This is an optimization exercise on Yosys and OpenROAD, whose aim is small area, a short achievable clock period and few clock cycles per item, not a production implementation. Only the layout flow was run in this run; the RTL was not checked for function there.

## flow/run.sh

```bash
#!/bin/bash
# synth_recipe.tcl (not shown) runs the flow's synth.tcl, then flattens the netlist and writes it again
# the make line also repeats each setting of config.mk as NAME=value (left out here)
make -C /OpenROAD-flow-scripts/flow DESIGN_CONFIG=/design/flow/config.mk WORK_HOME=/design/flow/orfs CLKGATE_MAP_FILE= SYNTH_SCRIPT=/design/flow/synth_recipe.tcl finish
```

## flow/config.mk

```make
export PLATFORM = sky130hd
export DESIGN_NAME = sha256_core
export DESIGN_NICKNAME = sha256_core
export VERILOG_FILES = /design/flow/design.v
export SDC_FILE = /design/flow/constraint.sdc
export NUM_CORES = 4
export LEC_CHECK = 0
export CAP_MARGIN = 20
export CORE_MARGIN = 2
export CORE_UTILIZATION = 40
export SLEW_MARGIN = 20
```

## flow/constraint.sdc

```tcl
create_clock -name core_clock -period 15.0 [get_ports {clk}]
set_input_delay 3.0000 -clock core_clock [delete_from_list [all_inputs] [get_ports {clk}]]
set_output_delay 3.0000 -clock core_clock [all_outputs]
set_load 0.01 [all_outputs]
```

## flow/design.v

```verilog
module sha256_core (
    input  wire         clk,
    input  wire         rst,
    input  wire         in_valid,
    output wire         in_ready,
    input  wire         in_first,
    input  wire [511:0] in_block,
    output reg          out_valid,
    output wire [255:0] out_digest
);
    localparam [255:0] IV = {32'h6a09e667, 32'hbb67ae85, 32'h3c6ef372, 32'ha54ff53a,
                             32'h510e527f, 32'h9b05688c, 32'h1f83d9ab, 32'h5be0cd19};
    reg  [5:0]   cnt;           
    reg          run;           
    reg          sv;            
    reg          nf;            
    reg          cf;            
    reg          rdy;
    reg  [255:0] hs;            
    reg  [31:0]  a, b, c, e, f, g;
    reg  [31:0]  p, q;          
    reg  [511:0] ws;            
    reg [31:0] kn;
    always @* begin
        case (cnt)
            6'd63: kn = 32'h428a2f98; 6'd0:  kn = 32'h71374491; 6'd1:  kn = 32'hb5c0fbcf; 6'd2:  kn = 32'he9b5dba5;
            6'd3:  kn = 32'h3956c25b; 6'd4:  kn = 32'h59f111f1; 6'd5:  kn = 32'h923f82a4; 6'd6:  kn = 32'hab1c5ed5;
            6'd7:  kn = 32'hd807aa98; 6'd8:  kn = 32'h12835b01; 6'd9:  kn = 32'h243185be; 6'd10: kn = 32'h550c7dc3;
            6'd11: kn = 32'h72be5d74; 6'd12: kn = 32'h80deb1fe; 6'd13: kn = 32'h9bdc06a7; 6'd14: kn = 32'hc19bf174;
            6'd15: kn = 32'he49b69c1; 6'd16: kn = 32'hefbe4786; 6'd17: kn = 32'h0fc19dc6; 6'd18: kn = 32'h240ca1cc;
            6'd19: kn = 32'h2de92c6f; 6'd20: kn = 32'h4a7484aa; 6'd21: kn = 32'h5cb0a9dc; 6'd22: kn = 32'h76f988da;
            6'd23: kn = 32'h983e5152; 6'd24: kn = 32'ha831c66d; 6'd25: kn = 32'hb00327c8; 6'd26: kn = 32'hbf597fc7;
            6'd27: kn = 32'hc6e00bf3; 6'd28: kn = 32'hd5a79147; 6'd29: kn = 32'h06ca6351; 6'd30: kn = 32'h14292967;
            6'd31: kn = 32'h27b70a85; 6'd32: kn = 32'h2e1b2138; 6'd33: kn = 32'h4d2c6dfc; 6'd34: kn = 32'h53380d13;
            6'd35: kn = 32'h650a7354; 6'd36: kn = 32'h766a0abb; 6'd37: kn = 32'h81c2c92e; 6'd38: kn = 32'h92722c85;
            6'd39: kn = 32'ha2bfe8a1; 6'd40: kn = 32'ha81a664b; 6'd41: kn = 32'hc24b8b70; 6'd42: kn = 32'hc76c51a3;
            6'd43: kn = 32'hd192e819; 6'd44: kn = 32'hd6990624; 6'd45: kn = 32'hf40e3585; 6'd46: kn = 32'h106aa070;
            6'd47: kn = 32'h19a4c116; 6'd48: kn = 32'h1e376c08; 6'd49: kn = 32'h2748774c; 6'd50: kn = 32'h34b0bcb5;
            6'd51: kn = 32'h391c0cb3; 6'd52: kn = 32'h4ed8aa4a; 6'd53: kn = 32'h5b9cca4f; 6'd54: kn = 32'h682e6ff3;
            6'd55: kn = 32'h748f82ee; 6'd56: kn = 32'h78a5636f; 6'd57: kn = 32'h84c87814; 6'd58: kn = 32'h8cc70208;
            6'd59: kn = 32'h90befffa; 6'd60: kn = 32'ha4506ceb; 6'd61: kn = 32'hbef9a3f7; default: kn = 32'hc67178f2;
        endcase
    end
    function [31:0] wj(input [511:0] v, input integer j);
        wj = v[511 - 32*j -: 32];
    endfunction
    function [31:0] hj(input [255:0] v, input integer j);
        hj = v[255 - 32*j -: 32];
    endfunction
    function [31:0] rotr(input [31:0] x, input integer n);
        rotr = (x >> n) | (x << (32 - n));
    endfunction
    wire last  = (cnt == 6'd63);
    wire pen   = (cnt == 6'd62);
    wire strm  = (cnt >= 6'd47) && !last;
    wire [255:0] hc = cf ? IV : hs;
    wire [255:0] hn = nf ? IV : hc;
    wire         cg = run & ~nf;
    wire [31:0] s0_w  = rotr(wj(ws, 1), 7) ^ rotr(wj(ws, 1), 18) ^ (wj(ws, 1) >> 3);
    wire [31:0] s1_w  = rotr(wj(ws, 14), 17) ^ rotr(wj(ws, 14), 19) ^ (wj(ws, 14) >> 10);
    wire [31:0] w_new = wj(ws, 0) + s0_w + wj(ws, 9) + s1_w;
    wire [3:0]  widx  = cnt[3:0] + 4'd1;
    wire [31:0] w_in  = in_block[511 - 32*widx -: 32];
    wire [31:0] w_sh  = strm ? w_in : w_new;
    wire [31:0] S1  = rotr(e, 6) ^ rotr(e, 11) ^ rotr(e, 25);
    wire [31:0] ch  = (e & f) ^ (~e & g);
    wire [31:0] S0  = rotr(a, 2) ^ rotr(a, 13) ^ rotr(a, 22);
    wire [31:0] mj  = (a & b) ^ (a & c) ^ (b & c);
    wire [31:0] ta  = p + S1 + ch + S0 + mj;
    wire [31:0] te  = q + S1 + ch;
    wire [31:0] ge  = last ? (g & {32{cg}}) : g;
    wire [31:0] ce  = last ? (c & {32{cg}}) : c;
    wire [31:0] xp  = last ? hj(hn, 7) : pen ? hj(hc, 0) : 32'd0;
    wire [31:0] xq1 = last ? hj(hn, 3) : pen ? hj(hc, 4) : 32'd0;
    wire [31:0] xq2 = last ? hj(hn, 7) : 32'd0;
    wire [31:0] kw  = kn + wj(ws, 0);
    wire [31:0] pn  = ge + kw + xp;
    wire [31:0] qn  = ce + ge + kw + xq1 + xq2;
    wire [31:0] f1 = hj(hc, 1) + (a & {32{run}});
    wire [31:0] f2 = hj(hc, 2) + (b & {32{run}});
    wire [31:0] f3 = hj(hc, 3) + c;
    wire [31:0] f5 = hj(hc, 5) + (e & {32{run}});
    wire [31:0] f6 = hj(hc, 6) + (f & {32{run}});
    wire [31:0] f7 = hj(hc, 7) + g;
    always @(posedge clk) begin
        ws <= {ws[479:0], w_sh};
        p  <= pn;
        q  <= qn;
        if (last) begin
            a <= nf ? hj(IV, 0) : run ? ta : hj(hs, 0);
            b <= nf ? hj(IV, 1) : f1;
            c <= nf ? hj(IV, 2) : f2;
            e <= nf ? hj(IV, 4) : run ? te : hj(hs, 4);
            f <= nf ? hj(IV, 5) : f5;
            g <= nf ? hj(IV, 6) : f6;
        end else begin
            a <= ta; b <= a; c <= b;
            e <= te; f <= e; g <= f;
        end
        if (last && run)
            hs <= {ta, f1, f2, f3, te, f5, f6, f7};
    end
    always @(posedge clk) begin
        if (rst) begin
            cnt       <= 6'd47;
            run       <= 1'b0;
            sv        <= 1'b0;
            cf        <= 1'b0;
            rdy       <= 1'b0;
            out_valid <= 1'b0;
        end else begin
            out_valid <= run & last;
            rdy       <= sv & (cnt == 6'd61);
            if (last) begin
                run <= sv;
                sv  <= 1'b0;
                cf  <= sv & nf;
                cnt <= sv ? 6'd0 : 6'd47;
            end else if (cnt == 6'd47) begin
                if (in_valid) sv <= 1'b1;
                if (in_valid | run) cnt <= 6'd48;
            end else begin
                cnt <= cnt + 6'd1;
            end
            if (pen && sv) nf <= in_first;
        end
    end
    assign in_ready   = rdy;
    assign out_digest = hs;
endmodule
```

==> Implementation_results.wiki <==
{| class="wikitable"
! Metric !! Value
|-
| Result of the run || no timing/DRC/antenna violations
|-
| Post-route antenna net violation count || 0
|-
| EDFF count, synth || 257
|-
| Critical Path RT || roughly 16000 ps
|-
| Critical Path Sink Type || register
|-
| H-tree level count || 3
|-
| Most frequent standard cell in the layout excluding fill and tap cells || sky130_fd_sc_hd__dfxtp_1
|-
| Clock-pin slew on the worst setup and hold paths || 60 ps
|-
| Clock Latency Late Sink || between 700 and 800 ps
|-
| DR pass1 iterations || 6
|-
| Largest net degree at the start of global routing || approximately 110
|-
| Gate Count Post-Synth || 6519
|-
| Mean area per synthesized cell || 10.03 µm²
|-
| Max frequency || around 120 MHz
|-
| Final GP Congestion || about 1.0
|-
| Die Wd || ~410 µm
|-
| First-pass GRT wire length || a little under 400 mm
|-
| Vertical extent of the die || slightly above 400 µm
|-
| Commonest cells after routing, fill and taps aside || sky130_fd_sc_hd__dfxtp_1 (807), sky130_fd_sc_hd__clkdlybuf4s50_1 (773), sky130_fd_sc_hd__inv_1 (492), sky130_fd_sc_hd__a21oi_1 (429), sky130_fd_sc_hd__xnor2_1 (425)
|-
| Buffers inserted during post-CTS setup optimization || 0
|-
| Number of buffers added on ports || roughly 770
|-
| Final Hold Violating Endpoints || 0
|-
| Number of placement rows || about 150
|-
| Critical setup path kind || register to register
|-
| Setup repair after global routing missed its margin || no
|-
| Area inside the core boundary || ~0.16 mm²
|-
| Max-cap check violation count || 0
|-
| Total of flip-flops plus latches after synthesis || between 1000 and 1500
|-
| Drt initial violations || 4701
|-
| Maximum count of clock buffers along a single path || 3
|-
| Post-DP HPWL || 223.0 mm
|-
| CTS tree || built
|-
| Final Critical Period || ~8300 ps
|-
| Met3 track demand over resource in global routing || around 5%
|-
| Hold buffer count at CTS || 0
|-
| Starting Density || 40.20%
|-
| Synth-to-Final Area Change || 21.54%
|-
| Path type of the worst min-delay path || register to register
|-
| Floorplan die area || around 0.17 mm²
|-
| Worst Clk Skew || approximately 53 ps
|-
| Post-synth net total || just under 8000
|-
| Wire length after detailed routing || 276.0 mm
|-
| Count of non-filler cells in the finished layout || about 9500
|-
| Met1 Use GR || a little over a third
|-
| Final setup fails || 0
|-
| Portion of the post-synthesis area used by sequential elements || 36.65%
|-
| Arrival @ worst endpoint || 8930 ps
|-
| Congestion Overflow GR || 0
|-
| Worst slew margin || between 20% and 30%
|-
| Num ports || between 700 and 800
|-
| Initial antenna violation count || 43
|-
| Largest fanout of any net on the critical path || 51
|-
| Asr flop ratio synth || 0%
|-
| Via count of the first global-routing pass || 52930
|-
| Total track usage || roughly a third
|-
| Number of cells upsized or downsized after cts || 0
|-
| Number of cells in the design after placement || about 9200
|-
| Element type at the critical path start || register
|-
| Detailed-route vias per instance || 5.602
|-
| Number of pins exceeding their max-slew limit in the final report || 0
|-
| Sink Count || 1068
|-
| Avg WL per Cell || ~30 µm
|-
| Number of nets at the end of the flow || roughly 8400
|-
| Root buffer cell || sky130_fd_sc_hd__clkbuf_16
|-
| Most used flip-flop cell after synthesis || sky130_fd_sc_hd__dfxtp_1
|-
| Count of fill cells added during filler insertion || 15320
|-
| Global Route met2 Usage || around 58%
|-
| Count of vias placed by the detailed router || 53030
|-
| Yosys synthesis warning count || 1
|-
| Busiest layer in global routing || met2
|-
| Mapped Area || approximately 0.065 mm²
|-
| TritonCTS buffer count || 112
|-
| Worst-margin pin slew || about 1200 ps
|-
| Share of post-route cells with drive strength above 1 || around 8.2%
|-
| Fin crit share || 55.50%
|-
| Post-route setup TNS || 0 ps
|-
| Distinct cells, synth || a little over 80
|-
| DRC Markers || 0
|}
-- registers in the layout, indices dropped and copies added (netlist names), 6 cells and up --
name and flops:
cnt 6, hs 256, e 32, kn 32, g 32, p 32, q 32, f 32
ws 512, b 32, a 32, c 32
-- path summary, 6_finish.rpt --
kind | from | endpoint | slack [ps] | cells past startpoint
worst max-delay path | cnt[0] | q[31] | 6680 | 26
worst min-delay path | ws[232] | ws[264] | 310 | 0
worst max register to register | cnt[0] | q[31] | 6680 | 26
worst min register to register | ws[232] | ws[264] | 310 | 0
-- metrics by stage --
step                util [%]  instance area [µm²]  hold slack [ps]  setup WS [ps]
floorplan                  -                65360            309.6           6814
global placement       46.33                75320            309.6           7001
detailed placement     46.33                75320            312.1           6975
CTS                    48.81                79360            300.2           6917
global route           48.85                79430            299.6           6389
finish                 48.86                79440            308.7           6676
-- final cells by class --
class	count	area [µm²]	area share [%]
Multi-Input combinational cell	4637	38460	48.42
Sequential cell	1068	23970	30.17
Timing Repair Buffer	848	8313	10.46
Clock buffer	160	3299	4.153
Tap cell	2175	2721	3.426
Inverter	495	1858	2.339
Clock inverter	53	743.2	0.9355
Antenna cell	30	75.07	0.09450
-- worst max-delay path: stages, from the launching register on --
cell                      delay, ps
sky130_fd_sc_hd__dfxtp_4        590
sky130_fd_sc_hd__ha_1           540
sky130_fd_sc_hd__nand2_1        220
sky130_fd_sc_hd__nor2_4         110
sky130_fd_sc_hd__buf_4          580
sky130_fd_sc_hd__buf_4          360
sky130_fd_sc_hd__nand2_2         80
sky130_fd_sc_hd__nor2_1         760
sky130_fd_sc_hd__a21oi_1        240
sky130_fd_sc_hd__fa_1           480
sky130_fd_sc_hd__fa_1           520
sky130_fd_sc_hd__inv_1           60
sky130_fd_sc_hd__fa_1           500
sky130_fd_sc_hd__ha_1           180
sky130_fd_sc_hd__inv_1           70
sky130_fd_sc_hd__fa_1           460
sky130_fd_sc_hd__nor2b_1        130
sky130_fd_sc_hd__o21a_1         140
sky130_fd_sc_hd__o21ai_0        150
sky130_fd_sc_hd__a21oi_1        220
sky130_fd_sc_hd__o21ai_0        280
sky130_fd_sc_hd__o21ai_0        520
sky130_fd_sc_hd__nand4_1        240
sky130_fd_sc_hd__a31oi_1        300
sky130_fd_sc_hd__a21o_1         170
sky130_fd_sc_hd__a21oi_1         70
sky130_fd_sc_hd__xnor2_1        120
-- logic make-up after synthesis --
family | after synthesis | share of synthesized area (%)
mux | 203 | 5.603
compound gates | 1613 | 16.20
flops | 1068 | 36.65
xor+xnor | 636 | 8.522
fa+ha+maj | 740 | 17.38
simple gates | 1445 | 10.97
buf+inv | 814 | 4.676
-- routing by layer --
layer / share of wire, % / wire length (µm) / up-vias
met5: 0.041 / 113 / -
met3: 6.1 / 16840 / 509
met4: 6.8 / 18670 / 16
li1: - / - / 24160
met2: 51 / 139900 / 2228
met1: 36 / 100400 / 26110
-- synthesized netlist by cell type (22+ instances only) --
cell / count / area share (%)
sky130_fd_sc_hd__a211oi_1: 42 / 0.48
sky130_fd_sc_hd__a21o_1: 179 / 2.1
sky130_fd_sc_hd__a21oi_1: 432 / 3.3
sky130_fd_sc_hd__a221oi_1: 30 / 0.40
sky130_fd_sc_hd__a22o_1: 69 / 0.92
sky130_fd_sc_hd__a22oi_1: 35 / 0.40
sky130_fd_sc_hd__a31oi_1: 49 / 0.47
sky130_fd_sc_hd__and2_1: 174 / 1.7
sky130_fd_sc_hd__and3_1: 56 / 0.54
sky130_fd_sc_hd__buf_1: 26 / 0.15
sky130_fd_sc_hd__clkbuf_1: 292 / 1.7
sky130_fd_sc_hd__dfxtp_1: 811 / 25
sky130_fd_sc_hd__edfxtp_1: 257 / 12
sky130_fd_sc_hd__fa_1: 289 / 8.9
sky130_fd_sc_hd__ha_1: 424 / 8.1
sky130_fd_sc_hd__inv_1: 493 / 2.8
sky130_fd_sc_hd__maj3_1: 27 / 0.41
sky130_fd_sc_hd__mux2_2: 23 / 0.40
sky130_fd_sc_hd__mux2i_1: 52 / 0.80
sky130_fd_sc_hd__mux4_2: 128 / 4.4
sky130_fd_sc_hd__nand2_1: 393 / 2.3
sky130_fd_sc_hd__nand2b_1: 45 / 0.43
sky130_fd_sc_hd__nand3_1: 85 / 0.65
sky130_fd_sc_hd__nand4_1: 22 / 0.21
sky130_fd_sc_hd__nor2_1: 290 / 1.7
sky130_fd_sc_hd__nor2b_1: 126 / 1.2
sky130_fd_sc_hd__nor3_1: 74 / 0.57
sky130_fd_sc_hd__o211ai_1: 35 / 0.40
sky130_fd_sc_hd__o21a_1: 59 / 0.68
sky130_fd_sc_hd__o21ai_0: 345 / 2.6
sky130_fd_sc_hd__o21bai_1: 63 / 0.72
sky130_fd_sc_hd__o22a_1: 93 / 1.2
sky130_fd_sc_hd__or2_2: 129 / 1.2
sky130_fd_sc_hd__or3_1: 23 / 0.22
sky130_fd_sc_hd__xnor2_1: 426 / 5.7
sky130_fd_sc_hd__xor2_1: 210 / 2.8

==> static timing again, ports no longer ideal <==
No port has a modelled driver above. Below, the same layout with a new extraction and two added sets of constraints.
Step 1 assumes that a clkbuf_16 drives the clock port and a buf_2 every other input.
Step 2 moves the port delays by t, midway between the first and last clock arrival at a register: inputs arrive t later, outputs are due t later. That takes back most of the time a late clock gives input paths.
Three values: ideal, step 1, step 2; two values: the first two.
t, ns: 0.818
slack for setup (ns): 6.676 / 6.676 / 6.676
worst hold slack (ns): 0.309 / 0.309 / 0.309
worst data-port slew with drivers (ns): 0.30
cell pins on the clock port's net: 1
After both steps setup and hold are still met in this run. For this run, drivers alone change the setup slack by 0.000 ns; drivers and shift together by 0.000 ns.
